Source: an optimization exercise on an open RTL-to-GDS flow (aim: small area, a short achievable clock period and few clock cycles per item). Production flows keep margins and buffers that such runs may drop.
The RTL was checked by simulation tests, not by an equivalence proof against the original design.

## run A
Design aes_engine, start of the top module:
module aes_engine (
    input  wire         clk,
    input  wire         rst,         
    input  wire         in_valid,
    output wire         in_ready,
    input  wire         aes256,      
    input  wire [255:0] key,
    input  wire [127:0] din,         
    output reg          out_valid,
    output reg  [127:0] dout         
);
    reg          s_busy, p_busy;
    reg          s_m256, p_m256;
    reg  [3:0]   s_rnd,  p_rnd;
    reg  [127:0] s_state;            
    reg  [255:0] s_kw;               
    reg  [127:0] p_nw;               
    reg  [127:0] p_q;                
    reg  [127:0] p_u;                
    reg  [63:0]  p_m;                
    reg  [79:0]  p_x;                
    reg  [15:0]  p_km;               
    reg  [19:0]  p_kx;               
    reg          p_last;             
    reg          p_rot;              
    reg          p_nrot;             
    reg          ready_o;            
    reg          ready;
    assign in_ready = ready_o;
    wire take = in_valid && ready_o;
    wire [127:0] u = s_state ^ s_kw[127:0];
    wire [63:0]  m;
    wire [79:0]  x;
    wire [15:0]  km;
    wire [19:0]  kx;
    genvar gi;
    generate
        for (gi = 0; gi < 16; gi = gi + 1) begin : g_sa
  ...
clock: 12.0 ns
lec_check: 0
cap_margin: 20
cell_pad_in_sites_detail_placement: 0
cell_pad_in_sites_global_placement: 1
core_margin: 2
core_utilization: 50
cts_cluster_diameter: 80
cts_cluster_size: 25
slew_margin: 20
standard.sh (not shown) runs the stock make flow with config.mk's settings and CLKGATE_MAP_FILE= SYNTH_SCRIPT=/design/flow/synth_recipe.tcl, a recipe that flattens the netlist after the stock synthesis.
==> flow/flow/run.sh <==
#!/bin/bash
# Layout: the standard flow (standard.sh), with the standard synthesis
# unchanged. Only two things differ from the standard layout:
#  - timing repair (after floorplan, CTS and global routing) aims for
#    SETUP_SLACK_MARGIN ns of setup slack at the design's clock, so the
#    resizer sizes the critical paths instead of stopping at 12 ns;
#  - the port buffers are buf_1 cells instead of the default delay buffers.
# Gate cloning stays off so that every register keeps its name and count.
# Each step's full output is in synth.log and layout.log here, and in the
# per-step logs ORFS writes under orfs/logs.
set -uo pipefail
MARGIN=$(cat flow/margin.txt)
bash standard.sh synth > synth.log 2>&1 || exit 1
bash standard.sh SETUP_SLACK_MARGIN="$MARGIN" SKIP_GATE_CLONING=1 \
    BUFFER_PORTS_ARGS="-buffer_cell sky130_fd_sc_hd__buf_1" finish > layout.log 2>&1 || exit 1
==> flow/flow/margin.txt <==
8.25
Looking at the reports, run A completed the entire flow and the layout it produced met the timing, design-rule and antenna checks.
Testbench counts of run A, summed over its fixed seeds: cycles 24,932, items 2,048.
What run B does differently from run A at the input level:
==> flow/flow/margin.txt <==
8.1
### Flow results
Note that the number of resized instances in the post-cts repair step recorded for run A amounts to 3.3 times the value seen in run B.
There was hardly any difference in routing usage on met1 between run A and run B.
Core box area delta (run B -> run A): insignificant
For run B, the critical path launch point was p_m[11], unlike run A, where it was dout[62].
Largest fanout on the critical path: run B and run A compared, lower one is run A
Taking run A as the reference, in run B period utilization shows an increase of 0.95 points, time the final worst path needs with I/O delays and setup higher, number of nets in the finished design closely matched the old numbers.
### run B -> run C
-- flow/flow/run.sh --
<<< run B, line 7
#  - the port buffers are buf_1 cells instead of the default delay buffers.
>>> run C, line 7
#  - the port buffers are buf_2 cells instead of the default delay buffers.
<<< run B, line 15
    BUFFER_PORTS_ARGS="-buffer_cell sky130_fd_sc_hd__buf_1" finish > layout.log 2>&1 || exit 1
>>> run C, line 15
    BUFFER_PORTS_ARGS="-buffer_cell sky130_fd_sc_hd__buf_2" finish > layout.log 2>&1 || exit 1
==> flow/flow/margin.txt <==
8.3
-- flow/config.mk --
<<< run B, line 9
export CELL_PAD_IN_SITES_DETAIL_PLACEMENT = 0
export CELL_PAD_IN_SITES_GLOBAL_PLACEMENT = 1
>>> run C, line 9
export CELL_PAD_IN_SITES_DETAIL_PLACEMENT = 1
export CELL_PAD_IN_SITES_GLOBAL_PLACEMENT = 2
<<< run B, line 13
export CTS_CLUSTER_DIAMETER = 80
export CTS_CLUSTER_SIZE = 25
>>> run C, line 13
--- outcome ---
- Relative to run B, the wire length of the first global-routing pass measured on run C has increased by more than 10%.
- Cell count: run C higher than run B
- Cmp run B and run C / data arrival time of the critical path / lower: run C
- [compare] base=run B new=run C: setup slack after layout higher, worst hold slack was more or less identical.
The following lists how run D was set up differently from run C:
-- flow/flow/run.sh --
<<< run C, line 7
#  - the port buffers are buf_2 cells instead of the default delay buffers.
>>> run D, line 7
#  - the port buffers are buf_1 cells instead of the default delay buffers.
<<< run C, line 15
    BUFFER_PORTS_ARGS="-buffer_cell sky130_fd_sc_hd__buf_2" finish > layout.log 2>&1 || exit 1
>>> run D, line 15
    BUFFER_PORTS_ARGS="-buffer_cell sky130_fd_sc_hd__buf_1" finish > layout.log 2>&1 || exit 1
==> flow/flow/margin.txt <==
8.4
-- flow/config.mk --
<<< run C, line 9
export CELL_PAD_IN_SITES_DETAIL_PLACEMENT = 1
export CELL_PAD_IN_SITES_GLOBAL_PLACEMENT = 2
>>> run D, line 9
export CELL_PAD_IN_SITES_DETAIL_PLACEMENT = 0
export CELL_PAD_IN_SITES_GLOBAL_PLACEMENT = 1
<<< run C, line 13
>>> run D, line 13
export CTS_CLUSTER_DIAMETER = 80
export CTS_CLUSTER_SIZE = 25
==> comparison <==
- Summary of run D over run C: initial antenna violation count went down; worst setup margin has increased; non-clock buffering overhead in the final layout essentially unchanged.
- From run C to run D the numbers moved as follows: register-to-register slack picked up an extra 100 ps; number of inserted filler cells in the final layout decreased 2648; post-route clock period utilization shows a reduction of 0.40 points; cell count now sits lower.
- When run D is measured against run C, its summed area of non-filler cells in the final layout turns out 0.99% lower.

==> what the ideal ports hide <==
The flow's constraints put no driver on any port. The routed layouts listed below were extracted and timed again, unchanged, in two steps. Step 1 assumes that a clkbuf_16 drives the clock port and a buf_2 every other input. Step 2, shift: input delay + t, output delay - t, t = (earliest + latest rising clock arrival at the registers) / 2. This alone moves slack from input paths to output paths. a / b / c = ideal ports / drivers / drivers and shift; a / b = the first two.
run | shift t [ns] | slack for setup (ns) | hold WS [ns]
run A | 0.778 | 8.260 / 8.173 / 8.328 | 0.385 / 0.385 / 0.385
run B | 0.778 | 8.147 / 8.146 / 8.147 | 0.383 / 0.383 / 0.383
run C | 0.843 | 8.297 / 8.220 / 8.297 | 0.386 / 0.386 / 0.386
run D | 0.777 | 8.345 / 8.260 / 8.398 | 0.386 / 0.386 / 0.386
After both steps setup and hold are still met in every run listed.
